Background: an optimization exercise with open tools, aiming at small area, a short achievable clock period and few clock cycles per item. Do not read the settings as production practice. The RTL was checked by simulation tests, not by an equivalence proof against the original design. No activity file was given, so power comes from the tool's default toggle rates.

==> inputs of wip/lagoon <==
==> flow/design.v <==
module rank_engine #(
    parameter N  = 64,    
    parameter IW = 6      
) (
    input  wire          clk,
    input  wire          rst,           
    input  wire [15:0]   i_arm,         
    input  wire [15:0]   i_deadband,    
    input  wire          s_prev_neg,    
    input  wire [12:0]   tenure_q,      
    input  wire [15:0]   vmax_q,        
    input  wire [15:0]   vmin_q,        
    input  wire          in_valid,
    output wire          in_ready,
    input  wire [15:0]   in_vq,         
    input  wire          in_ins,        
    input  wire          in_masked,     
    output wire          out_valid,
    input  wire          out_ready,
    output wire [IW-1:0] out_cell,
    output wire [31:0]   out_key,
    output wire          out_last,
    output wire          out_d_neg,     
    output wire          out_deadband   
);
    localparam KW = 18;   
    function automatic gt_tree(input [31:0] a, input [31:0] na,
                               input [31:0] b, input [31:0] nb);
        reg [31:0] g, l;
        integer lv, k, w;
        begin
            g = a & nb;
            l = na & b;
            w = 16;
            for (lv = 0; lv < 5; lv = lv + 1) begin
                for (k = 0; k < 16; k = k + 1) begin
                    if (k < w) begin
                        g[k] = g[2*k+1] | (~l[2*k+1] & g[2*k]);
                        l[k] = l[2*k+1] | (~g[2*k+1] & l[2*k]);
                    end
                end
                w = w / 2;
            end
            gt_tree = g[0];
        end
    endfunction
    function automatic key_gt(input [KW-1:0] a, input [KW-1:0] na,
                              input [KW-1:0] b, input [KW-1:0] nb);
        key_gt = gt_tree({14'd0, a}, {14'd0, na}, {14'd0, b}, {14'd0, nb});
    endfunction
    function automatic gt16(input [15:0] a, input [15:0] b);
        gt16 = gt_tree({16'd0, a}, {16'd0, ~a}, {16'd0, b}, {16'd0, ~b});
    endfunction
    reg [KW-1:0] a_key  [0:N-1];
    reg [IW-1:0] a_cell [0:N-1];
    reg [N-1:0]  a_gt;                
    reg [IW:0]   old_cnt;
    reg          old_nz;              
    reg [IW-1:0] fill_cnt;
    reg          old_d, old_db;       
    reg          m_v, s_v;
    reg [IW-1:0] m_cell, s_cell;
    reg [KW-1:0] m_key, s_key;
    reg          m_last, s_last, m_d, s_d, m_db, s_db;
    wire step = !(old_nz && s_v);
    wire push = old_nz && !s_v;
    reg  rdy;                         
    assign in_ready = rdy;
    reg          p1_v;
    reg [15:0]   p1_vq, p1_vmax, p1_vmin, p1_iarm, p1_idb;
    reg [13:0]   p1_add;              
    reg          p1_msk, p1_sneg;
    reg [IW-1:0] p1_cnt;              
    reg          p1_first;            
    reg          d_neg;               
    reg          db_cur;              
    reg          pk_v, pk_d, pk_db;
    reg [16:0]   pk_kp, pk_kn;        
    reg          pk_exp, pk_exn;      
    reg          p3_v, p3_d, p3_db;
    reg [KW-1:0] p3_key;
    reg [KW-1:0] p3_nkey;             
    reg [KW-1:0] p3_key1, p3_nkey1;   
    reg          p4_v, p4_d, p4_db;
    reg [KW-1:0] p4_key;
    reg          p4_gt;               
    always @(posedge clk) begin
        if (rst)
            p1_v <= 1'b0;
        else if (step)
            p1_v <= in_valid;
        if (step) begin
            p1_vq   <= in_vq;
            p1_add  <= 14'd8192 - (in_ins ? {1'b0, tenure_q} : 14'd0);
            p1_msk  <= in_masked;
            p1_vmax <= vmax_q;
            p1_vmin <= vmin_q;
            p1_iarm <= i_arm;
            p1_idb  <= i_deadband;
            p1_sneg <= s_prev_neg;
        end
    end
    wire i_neg  = p1_iarm[15];
    wire p1_db  = i_neg ? gt16(p1_iarm, ~p1_idb) : !gt16(p1_iarm, p1_idb);
    wire p1_dn  = i_neg ^ p1_sneg;
    wire p1_exp = p1_msk || gt16(p1_vq, p1_vmax);
    wire p1_exn = p1_msk || gt16(p1_vmin, p1_vq);
    wire        d_cur = (p1_first && !p1_db) ? p1_dn : d_neg;
    wire [16:0] k_pos = {1'b0, p1_vq} + {3'd0, p1_add};
    wire [16:0] k_neg = {1'b0, ~p1_vq} + {3'd0, p1_add};
    wire [KW-1:0] pk_key = pk_d ? {pk_exn, pk_kn} : {pk_exp, pk_kp};
    always @(posedge clk) begin
        if (rst) begin
            p1_cnt   <= 0;
            p1_first <= 1'b1;
            d_neg    <= 1'b0;
            pk_v     <= 1'b0;
            p3_v     <= 1'b0;
            p4_v     <= 1'b0;
        end else if (step) begin
            if (p1_v) begin
                p1_cnt   <= p1_cnt + 1'b1;
                p1_first <= (p1_cnt == N - 1);
                d_neg    <= d_cur;
            end
            pk_v <= p1_v;
            p3_v <= pk_v;
            p4_v <= p3_v;
        end
        if (step && p1_v && p1_first)
            db_cur <= p1_db;
        if (step) begin
            pk_kp  <= k_pos;
            pk_kn  <= k_neg;
            pk_exp <= p1_exp;
            pk_exn <= p1_exn;
            pk_d   <= d_cur;
            pk_db  <= p1_first ? p1_db : db_cur;
            p3_key <= pk_key;
            p3_nkey <= ~pk_key;
            p3_key1 <= pk_key + 1'b1;
            p3_nkey1 <= ~(pk_key + 1'b1);
            p3_d   <= pk_d;
            p3_db  <= pk_db;
            p4_key <= p3_key;
            p4_d   <= p3_d;
            p4_db  <= p3_db;
            p4_gt  <= key_gt(p3_key, ~p3_key, pk_key, ~pk_key);
        end
    end
    wire [N:0] gt;
    wire [N:0] cmp;
    assign gt[N]  = 1'b1;
    assign cmp[N] = 1'b0;
    wire cmp_new  = p4_gt;
    genvar g;
    generate
        for (g = 0; g < N; g = g + 1) begin : g_cmp
            wire inseg = ({1'b0, fill_cnt} >= N - g);
            assign gt[g]  = inseg && (!p4_v || a_gt[g]);
            if (g < N / 2)
                assign cmp[g] = key_gt(a_key[g], ~a_key[g], p3_key, p3_nkey);
            else
                assign cmp[g] = !key_gt(p3_key1, p3_nkey1, a_key[g], ~a_key[g]);
        end
    endgenerate
    integer i;
    reg hold, shift, take;
    always @(posedge clk) begin
        for (i = 0; i < N; i = i + 1) begin
            hold  = !step || gt[i];
            take  = step && !gt[i] && gt[i+1];
            shift = step && !gt[i+1];
            a_key[i]  <= ({KW{hold}} & a_key[i]) | ({KW{take}} & p4_key) |
                         ({KW{shift}} & (i < N - 1 ? a_key[i+1] : {KW{1'b0}}));
            a_cell[i] <= ({IW{hold}} & a_cell[i]) | ({IW{take}} & fill_cnt) |
                         ({IW{shift}} & (i < N - 1 ? a_cell[i+1] : {IW{1'b0}}));
            a_gt[i]   <= (!step & a_gt[i]) | (step & gt[i] & cmp[i]) |
                         (take & cmp_new) | (shift & cmp[i+1]);
        end
    end
    wire        fill_done = step && p4_v && (fill_cnt == N - 1);
    wire [IW:0] old_next  = rst       ? {(IW+1){1'b0}} :
                            fill_done ? N[IW:0] :
                            push      ? old_cnt - 1'b1 : old_cnt;
    always @(posedge clk) begin
        old_cnt <= old_next;
        old_nz  <= (old_next != 0);
        if (rst)
            fill_cnt <= 0;
        else if (step && p4_v)
            fill_cnt <= fill_cnt + 1'b1;
        if (fill_done) begin
            old_d  <= p4_d;
            old_db <= p4_db;
        end
    end
    wire pop    = m_v && out_ready;
    wire s_next = s_v ? !pop : (push && m_v && !pop);
    wire m_load = s_v ? pop : (push && (!m_v || pop));
    always @(posedge clk) begin
        if (rst) begin
            m_v <= 1'b0;
            s_v <= 1'b0;
            rdy <= 1'b1;
        end else begin
            s_v <= s_next;
            m_v <= push || s_v || (m_v && !pop);
            rdy <= !((old_next != 0) && s_next);
        end
        if (m_load) begin
            m_cell <= s_v ? s_cell : a_cell[0];
            m_key  <= s_v ? s_key  : a_key[0];
            m_last <= s_v ? s_last : (old_cnt == 1);
            m_d    <= s_v ? s_d    : old_d;
            m_db   <= s_v ? s_db   : old_db;
        end
        if (!s_v && push && m_v && !pop) begin
            s_cell <= a_cell[0];
            s_key  <= a_key[0];
            s_last <= (old_cnt == 1);
            s_d    <= old_d;
            s_db   <= old_db;
        end
    end
    assign out_valid    = m_v;
    assign out_cell     = m_cell;
    assign out_key      = {m_key[KW-1], 14'd0, m_key[16:0]};
    assign out_last     = m_last;
    assign out_d_neg    = m_d;
    assign out_deadband = m_db;
endmodule
==> flow/flow/run.sh <==
#!/bin/bash
# The standard layout, with plain buffers (not delay cells) on the ports.
set -euo pipefail
export BUFFER_PORTS_ARGS="-buffer_cell sky130_fd_sc_hd__buf_4"
bash standard.sh > standard.log 2>&1
==> flow/standard.sh <==
#!/bin/bash
# synth_recipe.tcl (not shown) runs the flow's synth.tcl, then flattens the netlist and writes it again
# the make line also repeats each setting of config.mk as NAME=value (left out here)
make -C /OpenROAD-flow-scripts/flow DESIGN_CONFIG=/design/flow/config.mk WORK_HOME=/design/flow/orfs CLKGATE_MAP_FILE= SYNTH_SCRIPT=/design/flow/synth_recipe.tcl "${@:-finish}"
==> flow/config.mk <==
export PLATFORM = sky130hd
export DESIGN_NAME = rank_engine
export DESIGN_NICKNAME = rank_engine
export VERILOG_FILES = /design/flow/design.v
export SDC_FILE = /design/flow/constraint.sdc
export NUM_CORES = 4
export LEC_CHECK = 0
export ABC_AREA = 1
export CAP_MARGIN = 50
export CORE_MARGIN = 2
export CORE_UTILIZATION = 55
export CTS_CLUSTER_DIAMETER = 100
export CTS_CLUSTER_SIZE = 20
export SLEW_MARGIN = 70
==> flow/constraint.sdc <==
create_clock -name core_clock -period 12.0 [get_ports {clk}]
set_input_delay 2.4000 -clock core_clock [delete_from_list [all_inputs] [get_ports {clk}]]
set_output_delay 2.4000 -clock core_clock [all_outputs]
set_load 0.01 [all_outputs]
==> inputs of wip/juniper, as changes to wip/lagoon <==
--- a/flow/design.v
+++ b/flow/design.v
@@ -59,2 +59,4 @@
     reg [IW-1:0] fill_cnt;
+    reg [8:0]    th, tl;
+    reg [7:0]    eh;
     reg          old_d, old_db;       
@@ -158,3 +160,3 @@
         for (g = 0; g < N; g = g + 1) begin : g_cmp
-            wire inseg = ({1'b0, fill_cnt} >= N - g);
+            wire inseg = th[8 - g / 8] | (eh[7 - g / 8] & tl[8 - g % 8]);
             assign gt[g]  = inseg && (!p4_v || a_gt[g]);
@@ -182,2 +184,4 @@
     wire        fill_done = step && p4_v && (fill_cnt == N - 1);
+    wire [IW-1:0] fill_nx = rst ? {IW{1'b0}} :
+                            (step && p4_v) ? fill_cnt + 1'b1 : fill_cnt;
     wire [IW:0] old_next  = rst       ? {(IW+1){1'b0}} :
@@ -188,6 +192,9 @@
         old_nz  <= (old_next != 0);
-        if (rst)
-            fill_cnt <= 0;
-        else if (step && p4_v)
-            fill_cnt <= fill_cnt + 1'b1;
+        fill_cnt <= fill_nx;
+        for (i = 0; i < 9; i = i + 1) begin
+            th[i] <= (fill_nx[5:3] >= i);
+            tl[i] <= (fill_nx[2:0] >= i);
+        end
+        for (i = 0; i < 8; i = i + 1)
+            eh[i] <= (fill_nx[5:3] == i);
         if (fill_done) begin
@@ -199,3 +206,5 @@
     wire s_next = s_v ? !pop : (push && m_v && !pop);
-    wire m_load = s_v ? pop : (push && (!m_v || pop));
+    wire ld_s   = s_v && pop;                     
+    wire ld_h   = !s_v && push && (!m_v || pop);  
+    wire m_hold = !(ld_s || ld_h);
     always @(posedge clk) begin
@@ -210,9 +219,7 @@
         end
-        if (m_load) begin
-            m_cell <= s_v ? s_cell : a_cell[0];
-            m_key  <= s_v ? s_key  : a_key[0];
-            m_last <= s_v ? s_last : (old_cnt == 1);
-            m_d    <= s_v ? s_d    : old_d;
-            m_db   <= s_v ? s_db   : old_db;
-        end
+        m_cell <= ({IW{m_hold}} & m_cell) | ({IW{ld_s}} & s_cell) | ({IW{ld_h}} & a_cell[0]);
+        m_key  <= ({KW{m_hold}} & m_key)  | ({KW{ld_s}} & s_key)  | ({KW{ld_h}} & a_key[0]);
+        m_last <= (m_hold & m_last) | (ld_s & s_last) | (ld_h & (old_cnt == 1));
+        m_d    <= (m_hold & m_d)    | (ld_s & s_d)    | (ld_h & old_d);
+        m_db   <= (m_hold & m_db)   | (ld_s & s_db)   | (ld_h & old_db);
         if (!s_v && push && m_v && !pop) begin
Settings changed: CORE_UTILIZATION 55 to 65.
==> inputs of wip/violet, as changes to wip/lagoon <==
--- a/flow/design.v
+++ b/flow/design.v
@@ -199,3 +199,5 @@
     wire s_next = s_v ? !pop : (push && m_v && !pop);
-    wire m_load = s_v ? pop : (push && (!m_v || pop));
+    wire ld_s   = s_v && pop;                     
+    wire ld_h   = !s_v && push && (!m_v || pop);  
+    wire m_hold = !(ld_s || ld_h);
     always @(posedge clk) begin
@@ -210,9 +212,7 @@
         end
-        if (m_load) begin
-            m_cell <= s_v ? s_cell : a_cell[0];
-            m_key  <= s_v ? s_key  : a_key[0];
-            m_last <= s_v ? s_last : (old_cnt == 1);
-            m_d    <= s_v ? s_d    : old_d;
-            m_db   <= s_v ? s_db   : old_db;
-        end
+        m_cell <= ({IW{m_hold}} & m_cell) | ({IW{ld_s}} & s_cell) | ({IW{ld_h}} & a_cell[0]);
+        m_key  <= ({KW{m_hold}} & m_key)  | ({KW{ld_s}} & s_key)  | ({KW{ld_h}} & a_key[0]);
+        m_last <= (m_hold & m_last) | (ld_s & s_last) | (ld_h & (old_cnt == 1));
+        m_d    <= (m_hold & m_d)    | (ld_s & s_d)    | (ld_h & old_d);
+        m_db   <= (m_hold & m_db)   | (ld_s & s_db)   | (ld_h & old_db);
         if (!s_v && push && m_v && !pop) begin
Settings changed: CORE_UTILIZATION 55 to 65.
==> summary of the runs <==
In wip/juniper the first-iteration DRC count is lower than in wip/violet, by about 13%.
Worst setup slack: wip/juniper > wip/lagoon > wip/violet.
In wip/juniper the clock power is higher than in wip/violet, by about 1%.
The highest die area belongs to wip/lagoon, the lowest to wip/violet.
Of wip/violet and wip/lagoon, wip/violet has the higher critical path depth (gap 15).
The highest clock skew belongs to wip/lagoon, the lowest to wip/violet.
Synthesized cell count: wip/juniper > wip/lagoon > wip/violet.
Hold slack: wip/violet < wip/juniper < wip/lagoon.
Area after synthesis, highest first: wip/juniper, wip/lagoon, wip/violet.
Testbench counts of wip/lagoon, summed over its fixed seeds: cycles 16,936, sorts 256.
Testbench counts of wip/juniper, summed over its fixed seeds: cycles 16,936, sorts 256.
Testbench counts of wip/violet, summed over its fixed seeds: cycles 16,936, sorts 256.

what the ideal ports hide:
The results above use ideal ports. As a check the final layouts listed here were re-extracted and re-timed, cells and wires unchanged. Step 1: set_driving_cell puts a clkbuf_16 on clk and a buf_2 on each other input, an assumption about the parent block. Step 2 adds t to the input delays and takes it off the output delays; t is the mean of the earliest and latest rising clock arrival at the registers after step 1. Input paths then give back, and output paths get back, about the clock's delay inside the block. Slacks: no drivers / after step 1 / after step 2; pairs: no drivers / after step 1.
| run | t, ns | slack for setup (ns) | hold slack, ns | cell pins on the clock port's net |
|---|---|---|---|---|
| wip/lagoon | 0.901 | 8.245 / 8.149 / 7.669 | 0.434 / 0.434 / 0.434 | 1 |
| wip/juniper | 0.857 | 8.285 / 8.200 / 7.843 | 0.430 / 0.430 / 0.430 | 1 |
| wip/violet | 0.858 | 7.847 / 7.847 / 7.598 | 0.429 / 0.429 / 0.429 | 1 |
After both steps setup and hold are still met in every run listed. For wip/lagoon, which loses most, drivers alone change the setup slack by -0.096 ns; drivers and shift together by -0.576 ns.
